This design comes from an exercise in tuning for small area and a short achievable clock period on the open sky130 flow, not from production work. Only the layout flow was run in this run; the RTL was not checked for function there. Power figures rest on the tool's default switching activity, not on a simulated workload.

==> design/flow/design.v <==
module fmt_convert (
    input  wire        clk,
    input  wire        rst,
    input  wire        in_valid,
    input  wire [3:0]  in_src,
    input  wire [3:0]  in_dst,
    input  wire [63:0] in_data,
    output reg         out_valid,
    output reg  [63:0] out_data
);
    reg        s0_valid;
    reg [3:0]  s0_src;
    reg [3:0]  s0_dst;
    reg [63:0] s0_data;
    always @(posedge clk) begin
        if (rst)
            s0_valid <= 1'b0;
        else
            s0_valid <= in_valid;
        s0_src  <= in_src;
        s0_dst  <= in_dst;
        s0_data <= in_data;
    end
    wire [63:0] d = s0_data;
    wire src_int = s0_src[3] & ~s0_src[2];    
    wire src_ok  = ~s0_src[3] | src_int;
    wire dst_int0 = s0_dst[3] & ~s0_dst[2];
    wire dst_ok0  = ~s0_dst[3] | dst_int0;
    reg        f_sign;
    reg [7:0]  f_e;       
    reg [22:0] f_m;       
    reg [6:0]  f_bias;
    reg        f_top;     
    reg        f_nan;
    reg        f_inf;
    always @* begin
        f_sign = 1'b0; f_e = 8'd0; f_m = 23'd0; f_bias = 7'd0;
        f_top = 1'b0; f_nan = 1'b0; f_inf = 1'b0;
        case (s0_src[2:0])
            3'd0: begin  
                f_sign = d[31]; f_e = d[30:23]; f_m = d[22:0]; f_bias = 7'd127;
                f_top = &d[30:23];
                f_nan = f_top & (|d[22:0]); f_inf = f_top & ~(|d[22:0]);
            end
            3'd1: begin  
                f_sign = d[15]; f_e = d[14:7]; f_m = {d[6:0], 16'd0}; f_bias = 7'd127;
                f_top = &d[14:7];
                f_nan = f_top & (|d[6:0]); f_inf = f_top & ~(|d[6:0]);
            end
            3'd2: begin  
                f_sign = d[15]; f_e = {3'd0, d[14:10]}; f_m = {d[9:0], 13'd0}; f_bias = 7'd15;
                f_top = &d[14:10];
                f_nan = f_top & (|d[9:0]); f_inf = f_top & ~(|d[9:0]);
            end
            3'd3: begin  
                f_sign = d[7]; f_e = {3'd0, d[6:2]}; f_m = {d[1:0], 21'd0}; f_bias = 7'd15;
                f_top = &d[6:2];
                f_nan = f_top & (|d[1:0]); f_inf = f_top & ~(|d[1:0]);
            end
            3'd4: begin  
                f_sign = d[7]; f_e = {4'd0, d[6:3]}; f_m = {d[2:0], 20'd0}; f_bias = 7'd7;
                f_nan = &d[6:0];
            end
            3'd5: begin  
                f_sign = d[5]; f_e = {5'd0, d[4:2]}; f_m = {d[1:0], 21'd0}; f_bias = 7'd3;
            end
            3'd6: begin  
                f_sign = d[5]; f_e = {6'd0, d[4:3]}; f_m = {d[2:0], 20'd0}; f_bias = 7'd1;
            end
            default: begin  
                f_sign = d[3]; f_e = {6'd0, d[2:1]}; f_m = {d[0], 22'd0}; f_bias = 7'd1;
            end
        endcase
    end
    reg [63:0] ival;
    always @* begin
        case (s0_src[1:0])
            2'd0:    ival = {{60{d[3]}}, d[3:0]};
            2'd1:    ival = {{56{d[7]}}, d[7:0]};
            2'd2:    ival = {{32{d[31]}}, d[31:0]};
            default: ival = d;
        endcase
    end
    wire        i_sign = ival[63];
    wire [63:0] i_mag  = (ival ^ {64{i_sign}}) + {63'd0, i_sign};
    wire        f_hid  = |f_e;
    wire signed [9:0] f_exp = $signed({2'b00, f_e[7:1], f_e[0] | ~f_hid})
                              - $signed({3'b000, f_bias});
    wire        a_sign = src_int ? i_sign : f_sign;
    wire        a_nan  = ~src_int & f_nan;
    wire        a_inf  = ~src_int & f_inf;
    wire [63:0] x0     = src_int ? i_mag : {f_hid, f_m, 40'd0};
    wire signed [9:0] x_exp = src_int ? 10'sd63 : f_exp;
    wire z5 = ~|x0[63:32];
    wire [63:0] x1 = z5 ? {x0[31:0], 32'd0} : x0;
    wire z4 = ~|x1[63:48];
    wire [63:0] x2 = z4 ? {x1[47:0], 16'd0} : x1;
    wire z3 = ~|x2[63:56];
    wire [63:0] x3 = z3 ? {x2[55:0], 8'd0} : x2;
    wire z2 = ~|x3[63:60];
    wire [63:0] x4 = z2 ? {x3[59:0], 4'd0} : x3;
    wire z1 = ~|x4[63:62];
    wire [63:0] x5 = z1 ? {x4[61:0], 2'd0} : x4;
    wire z0 = ~x5[63];
    wire [63:0] x6 = z0 ? {x5[62:0], 1'd0} : x5;
    wire st0 = (~z5 & (|x0[6:0]))   | (~z4 & (|x1[22:7]))  |
               (~z3 & (|x2[30:23]))  | (~z2 & (|x3[34:31])) |
               (~z1 & (|x4[36:35]))  | (~z0 & x5[37]);
    wire [25:0] n_sig  = x6[63:38];
    wire        n_zero = ~x6[63];
    wire signed [9:0] n_exp = x_exp - $signed({4'd0, z5, z4, z3, z2, z1, z0});
    wire ii0 = src_int & dst_int0;
    reg        s1_valid;
    reg [3:0]  s1_dst;
    reg        s1_ok;
    reg        s1_ii;
    reg        s1_sign;
    reg        s1_nan;
    reg        s1_inf;
    reg        s1_zero;
    reg        s1_st;
    reg signed [9:0] s1_exp;
    reg [63:0] s1_x;       
    always @(posedge clk) begin
        if (rst)
            s1_valid <= 1'b0;
        else
            s1_valid <= s0_valid;
        s1_dst  <= s0_dst;
        s1_ok   <= src_ok & dst_ok0;
        s1_ii   <= ii0;
        s1_sign <= a_sign;
        s1_nan  <= a_nan;
        s1_inf  <= a_inf;
        s1_zero <= n_zero;
        s1_st   <= st0;
        s1_exp  <= n_exp;
        s1_x    <= ii0 ? ival : {38'd0, n_sig};
    end
    wire dst_int = s1_dst[3];
    reg [4:0]  d_mb;        
    reg signed [9:0] d_emin;    
    reg signed [9:0] d_qmin;    
    reg [7:0]  d_bm1;       
    reg [8:0]  d_elim;      
    reg [5:0]  d_wm1;       
    always @* begin
        d_mb = 5'd0; d_emin = 10'sd0; d_qmin = 10'sd0; d_bm1 = 8'd0;
        d_elim = 9'd0; d_wm1 = 6'd63;
        case (s1_dst)
            4'd0: begin d_mb = 5'd23; d_emin = -10'sd126; d_qmin = -10'sd149; d_bm1 = 8'd126; d_elim = 9'd255; end
            4'd1: begin d_mb = 5'd7;  d_emin = -10'sd126; d_qmin = -10'sd133; d_bm1 = 8'd126; d_elim = 9'd255; end
            4'd2: begin d_mb = 5'd10; d_emin = -10'sd14;  d_qmin = -10'sd24;  d_bm1 = 8'd14;  d_elim = 9'd31;  end
            4'd3: begin d_mb = 5'd2;  d_emin = -10'sd14;  d_qmin = -10'sd16;  d_bm1 = 8'd14;  d_elim = 9'd31;  end
            4'd4: begin d_mb = 5'd3;  d_emin = -10'sd6;   d_qmin = -10'sd9;   d_bm1 = 8'd6;   d_elim = 9'd16;  end
            4'd5: begin d_mb = 5'd2;  d_emin = -10'sd2;   d_qmin = -10'sd4;   d_bm1 = 8'd2;   d_elim = 9'd8;   end
            4'd6: begin d_mb = 5'd3;  d_emin = 10'sd0;    d_qmin = -10'sd3;   d_bm1 = 8'd0;   d_elim = 9'd4;   end
            4'd7: begin d_mb = 5'd1;  d_emin = 10'sd0;    d_qmin = -10'sd1;   d_bm1 = 8'd0;   d_elim = 9'd4;   end
            4'd8:  d_wm1 = 6'd3;
            4'd9:  d_wm1 = 6'd7;
            4'd10: d_wm1 = 6'd31;
            default: d_wm1 = 6'd63;
        endcase
    end
    wire [25:0] n = s1_x[25:0];
    wire        sub = ~dst_int & (s1_exp < d_emin);
    wire signed [9:0] t = dst_int ? s1_exp :
                          sub     ? (s1_exp - d_qmin) : $signed({5'd0, d_mb});
    wire signed [10:0] rsh_w = 11'sd63 - t;
    wire [6:0]  rsh = (rsh_w < 11'sd0)  ? 7'd0  :
                      (rsh_w > 11'sd66) ? 7'd66 : rsh_w[6:0];
    wire [64:0] shd   = {n, 39'd0} >> rsh;
    wire [63:0] kept  = shd[64:1];
    wire        guard = shd[0];
    reg  [25:0] smask;
    integer k;
    always @* begin
        for (k = 0; k < 26; k = k + 1)
            smask[k] = (rsh > (k + 39));
    end
    wire sticky = s1_st | (|(n & smask));
    wire rnd    = guard & (sticky | kept[0]);
    wire        neg  = dst_int & s1_sign;
    wire [63:0] incd = (kept ^ {64{neg}}) + {63'd0, rnd ^ neg};
    wire        i_big = (s1_exp >= $signed({4'd0, d_wm1}));
    wire        i_top = incd[d_wm1];
    wire        i_sat = s1_inf | i_big | (~s1_sign & i_top);
    wire [63:0] i_lim = s1_sign ? (64'd1 << d_wm1) : ((64'd1 << d_wm1) - 64'd1);
    wire [63:0] ires0 = s1_ii ? s1_x :
                        (s1_nan | s1_zero) ? 64'd0 :
                        i_sat ? i_lim : incd;
    reg  [63:0] ires;
    always @* begin
        case (s1_dst[1:0])
            2'd0:    ires = {60'd0, ires0[3:0]};
            2'd1:    ires = {56'd0, ires0[7:0]};
            2'd2:    ires = {32'd0, ires0[31:0]};
            default: ires = ires0;
        endcase
    end
    wire [1:0] r_hi = {incd[d_mb + 5'd1], incd[d_mb]};
    wire [8:0] e_base = sub ? 9'd0 : (s1_exp[8:0] + {1'b0, d_bm1});
    wire [8:0] e_fld  = e_base + {7'd0, r_hi};
    wire       f_sat  = (e_fld >= d_elim) |
                        ((s1_dst[2:0] == 3'd4) & (e_fld == 9'd15) & (&incd[2:0]));
    wire       o_sign = s1_sign & ~s1_nan;
    reg [63:0] fres;
    always @* begin
        fres = 64'd0;
        case (s1_dst[2:0])
            3'd0: begin
                if (s1_nan)                fres[30:0] = 31'h7FC0_0000;
                else if (s1_inf)           fres[30:0] = 31'h7F80_0000;
                else if (s1_zero)          fres[30:0] = 31'd0;
                else if (f_sat)            fres[30:0] = 31'h7F7F_FFFF;
                else                       fres[30:0] = {e_fld[7:0], incd[22:0]};
                fres[31] = o_sign;
            end
            3'd1: begin
                if (s1_nan)                fres[14:0] = 15'h7FC0;
                else if (s1_inf)           fres[14:0] = 15'h7F80;
                else if (s1_zero)          fres[14:0] = 15'd0;
                else if (f_sat)            fres[14:0] = 15'h7F7F;
                else                       fres[14:0] = {e_fld[7:0], incd[6:0]};
                fres[15] = o_sign;
            end
            3'd2: begin
                if (s1_nan)                fres[14:0] = 15'h7E00;
                else if (s1_inf)           fres[14:0] = 15'h7C00;
                else if (s1_zero)          fres[14:0] = 15'd0;
                else if (f_sat)            fres[14:0] = 15'h7BFF;
                else                       fres[14:0] = {e_fld[4:0], incd[9:0]};
                fres[15] = o_sign;
            end
            3'd3: begin
                if (s1_nan)                fres[6:0] = 7'h7E;
                else if (s1_inf)           fres[6:0] = 7'h7C;
                else if (s1_zero)          fres[6:0] = 7'd0;
                else if (f_sat)            fres[6:0] = 7'h7B;
                else                       fres[6:0] = {e_fld[4:0], incd[1:0]};
                fres[7] = o_sign;
            end
            3'd4: begin
                if (s1_nan)                fres[6:0] = 7'h7F;
                else if (s1_inf)           fres[6:0] = 7'h7E;
                else if (s1_zero)          fres[6:0] = 7'd0;
                else if (f_sat)            fres[6:0] = 7'h7E;
                else                       fres[6:0] = {e_fld[3:0], incd[2:0]};
                fres[7] = o_sign;
            end
            3'd5: begin
                if (s1_nan)                fres[4:0] = 5'd0;
                else if (s1_inf | f_sat)   fres[4:0] = 5'h1F;
                else if (s1_zero)          fres[4:0] = 5'd0;
                else                       fres[4:0] = {e_fld[2:0], incd[1:0]};
                fres[5] = o_sign;
            end
            3'd6: begin
                if (s1_nan)                fres[4:0] = 5'd0;
                else if (s1_inf | f_sat)   fres[4:0] = 5'h1F;
                else if (s1_zero)          fres[4:0] = 5'd0;
                else                       fres[4:0] = {e_fld[1:0], incd[2:0]};
                fres[5] = o_sign;
            end
            default: begin
                if (s1_nan)                fres[2:0] = 3'd0;
                else if (s1_inf | f_sat)   fres[2:0] = 3'h7;
                else if (s1_zero)          fres[2:0] = 3'd0;
                else                       fres[2:0] = {e_fld[1:0], incd[0]};
                fres[3] = o_sign;
            end
        endcase
    end
    wire [63:0] result = ~s1_ok ? 64'd0 : (dst_int ? ires : fres);
    always @(posedge clk) begin
        if (rst)
            out_valid <= 1'b0;
        else
            out_valid <= s1_valid;
        out_data <= result;
    end
endmodule
==> design/flow/run.sh <==
#!/bin/bash
# synth_recipe.tcl (not shown) runs the flow's synth.tcl, then flattens the netlist and writes it again
# the make line also repeats each setting of config.mk as NAME=value (left out here)
make -C /OpenROAD-flow-scripts/flow DESIGN_CONFIG=/design/flow/config.mk WORK_HOME=/design/flow/orfs CLKGATE_MAP_FILE= SYNTH_SCRIPT=/design/flow/synth_recipe.tcl finish
==> design/flow/constraint.sdc <==
create_clock -name core_clock -period 22.0 [get_ports {clk}]
set_input_delay 4.4000 -clock core_clock [delete_from_list [all_inputs] [get_ports {clk}]]
set_output_delay 4.4000 -clock core_clock [all_outputs]
set_load 0.01 [all_outputs]
==> design/flow/config.mk <==
export PLATFORM = sky130hd
export DESIGN_NAME = fmt_convert
export DESIGN_NICKNAME = fmt_convert
export VERILOG_FILES = /design/flow/design.v
export SDC_FILE = /design/flow/constraint.sdc
export NUM_CORES = 4
export LEC_CHECK = 0
export CAP_MARGIN = 30
export CORE_MARGIN = 2
export CORE_UTILIZATION = 25
export SLEW_MARGIN = 30
==> impl_results.md <==
* Critical path type: reg -> reg
* Seq/Total Area, Yosys at 19.53%
* TritonCTS clock tree: done
* Setup crit end kind: flop
* Design Power at 3.810 mW
* Final setup vio count at 0
* Mapped Area at 0.02522 mm²
* Routability Congestion at 1.051
* Sw power at 2.215 mW
* Cell Rows at 116
* CTS Root Cell: clkbuf_16
* Largest family of logic cells by synthesized area: compound AO/OA/AOI/OAI gates
* Vias post-DR at 28770
* Cell Count Post-Placement at 4682
* Top cell type's share of synthesized area at between 15 and 20%
* Post-route minimum period at 15.04 ns
* CTS clk-pin slew, worst paths at 0.06 ns
* Fraction of layout cells with a size suffix above 1 at under 10%
* Flop pwr share at 14.9%
* CP Buf/Inv Count at 4
* First-pass GRT wire length at 184800 µm
* Min-delay worst type: reg -> reg
* DR WL/cell at 27.28 µm
* Resized Gates After CTS at 0
* Starting Density at 25.22%
* CP startpoint kind: flop
* CTS Hold Bufs at 0
* Net Count, Synth at 3579
* Clock power frac at a little over an eighth
* Relative slew slack at 27.89%
* Post-DR vias/cell at 6.076
* Multiplexer share of the synthesized area at approximately 6.7%
* Initial antenna violation count at 1
* Register Area at 0.004928 mm²
* Syn avg cell area at between 7 and 8 µm²
* Setup tns final at 0 ns
* DIE HEIGHT at 321.6 µm
* PnR worst setup slack at 6.956 ns
* MaxCap Viol Count at 0
* Clock sinks at between 200 and 250
* CTS Buffer Depth at 3
* Syn. warnings at 1
* Crit path required time at around 22 ns
* Worst path arrival time at 15.49 ns
* Crit-path slowest cell: dfxtp_1
* CTS Buf Count at 30
* Final period util at 68.38%
* Adder-cell share of the synthesized area at under 10%
* Area taken by multi-input logic gates at 0.01878 mm²
* Core area at approximately 0.10 mm²
* Synth area leaders: dfxtp_1 (20%), xnor2_1 (5.7%), nand2_1 (5.4%), a21oi_1 (4.9%), mux2i_1 (4.5%)
* Comb power frac at about 72%
* Buffers on Ports at 139
* Hold Crit Start: s1_x[61]
* Clk latency of the worst-skew pair at between 0.5 and 0.6 ns
* Synth Instances at 3431
* Pre-CTS setup slack at 7.482 ns
* Layout Skew at 0.01712 ns
* Placed wire-length estimate at 99580 µm
* Synth top cells by count: nand2_1 (360), nor2_1 (275), a21oi_1 (249)
* Layout Cells excl Fill at 4735
* Fill cells at 10900
* H-tree Lvls at 1
* 1st-iter DRT viols at 4214
* Hold Vio Cnt, Final at 0
* Critical path fanouts, max at 22
* Layout overhead on the synthesized area at 13.72%
* Async set or reset register ratio after synthesis at 0%
* Fmax at 66.47 MHz
* Number of enable flip-flop cells after synthesis at 0
* Worst IR Drop VDD at 98.39 µV
* Max stage delay on crit path at slightly below 0.9 ns
* Critical path's top delay family: compound AO/OA/AOI/OAI gates
* Worst r2r src: d_qmin[0]
* Status: complete, no violations
* Total grt overflow at 0
* RSZ-0062 raised after global routing: false
* Yosys reg bits at about 250
* Static Leak at slightly above 10 nW
* Switching share of power at between 50% and 60%
* Max Transition Viols Final at 0
* NumNets Final at 3564
* Post-CTS setup buffers at 0
* Post-synth top flop: dfxtp_1
* DR pass1 iterations at 8
* Largest net degree at the start of global routing at 61
* Library cells used by synthesis at 133
* Antenna viol nets, final at 0
* Critical Path Start: d_qmin[0]
* Vias in the first global route at between 20000 and 30000
* Routed wire length at between 100000 and 150000 µm
* Total track usage at 23.77%
* Yosys top cell by area: dfxtp_1
* Die ar. at 0.1034 mm²
* Worst slew pin tran at 1.072 ns
* PD cells at 132.8 mW/mm²
* Most frequent cell after synthesis: nand2_1
* Die width at 321.6 µm
* Post-route DRC at 0
* # IOs at 140
* Internal power at about 1.6 mW
* Compound-gate portion of the synthesized area at 30.76%
* Simple-gate share of the synthesized area at 26.01%
* Xor and xnor area share after synthesis at about 7%
-- kinds of logic after synthesis --
kind of cell,after synthesis
AO/OA/AOI/OAI,1100
XOR/XNOR,199
adder cells (fa/ha/maj),73
buffers and inverters,368
flip-flops,246
multiplexers,155
AND/OR/NAND/NOR,1290
-- cell usage in the layout, fill, tap and decap left out, drive strengths merged, types with 24 or more instances in the layout --
cell	count
inv	113
xnor2	165
nand2b	57
nor4	53
clkbuf	34
o21a	25
and2	33
a21o	44
ha	68
o22ai	47
a32oi	24
o21ai	224
dfxtp	246
a211oi	29
a21oi	253
a31oi	44
or3	34
o211ai	42
o31ai	31
nor2b	30
nand4	61
mux2i	114
nand2	360
and3	43
mux2	34
buf	70
nor2	279
nor3	88
xor2	34
a22oi	35
clkdlybuf4s50	139
o221ai	31
nand3	145
or2	24
o22a	26
-- power by group through the flow --
stage	sequential (mW)	clock (mW)	combinational, mW
after global placement	0.571	0	2.62
after global routing	0.567	0.532	2.84
after floorplan	0.531	0	1.74
after detailed placement	0.571	0	2.60
final	0.567	0.500	2.74
after CTS	0.562	0.512	2.61
-- path summary, 6_finish.rpt --
kind / cells after the start / slack [ns] / endpoint
setup reg to reg: 54 / 6.96 / out_data[4]
hold reg to reg: 1 / 0.44 / out_data[61]
setup / recovery: 54 / 6.96 / out_data[4]
hold / removal: 1 / 0.44 / out_data[61]
-- per-layer routing --
layer	GRT usage, %	routed length, µm
met4	9.273	5991
met5	0	0
met2	36.02	54580
met3	6.068	14570
met1	32.04	54010
-- worst register-to-register path: cells and delay by family, from the launching register on --
family	cells	cell delay (ns)
XOR/XNOR	3	1.03
AND/OR/NAND/NOR	17	4.32
buffers and inverters	4	0.39
AO/OA/AOI/OAI	21	5.73
flip-flops	1	0.87
multiplexers	1	0.15
adder cells (fa/ha/maj)	8	2.42
-- sequential cells by signal, summed over array words and instances (netlist names), 3 cells and up --
register,count
s0_data,64
d_emin,3
s1_exp,10
d_mb,3
d_elim,5
d_wm1,3
out_data,64
s1_x,64
d_qmin,7
s1_dst,4
s0_dst,4
s0_src,4
-- cell type report --
class / count / share of cell area (%)
Sequential cell: 246 / 17.18
Inverter: 112 / 1.466
Clock inverter: 18 / 0.7547
Multi-Input combinational cell: 2817 / 65.50
Timing Repair Buffer: 209 / 6.684
Tap cell: 1298 / 5.663
Antenna cell: 1 / 0.008725
Clock buffer: 34 / 2.744
-- stage by stage --
step	hold slack [ns]	area [µm²]	util, %
floorplan	0.3696	25220	-
global placement	0.4182	27640	27.64
detailed placement	0.4244	27670	27.67
CTS	0.4405	28670	28.67
global route	0.4576	28680	28.68
finish	0.4385	28680	28.68

==> port drivers added, routing unchanged <==
The flow's constraints put no driver on any port. The routed layout listed below was extracted and timed again, unchanged, in two steps. Step 1: set_driving_cell puts a clkbuf_16 on clk and a buf_2 on each other input, an assumption about the parent block. Step 2, shift: input delay + t, output delay - t, t = (earliest + latest rising clock arrival at the registers) / 2. This alone moves slack from input paths to output paths. a / b / c = no drivers / after step 1 / after step 2; a / b = the first two.
t, ns: 0.643
setup slack, ns: 6.956 / 6.956 / 6.956
worst setup path at the end: register to register
latest minus earliest clock arrival (ns): 0.018 / 0.019
worst register clock-pin slew, ns: 0.07 / 0.07
After both steps setup and hold are still met in this run. The setup slack of this run moves by 0.000 ns with the drivers and by 0.000 ns with both steps.
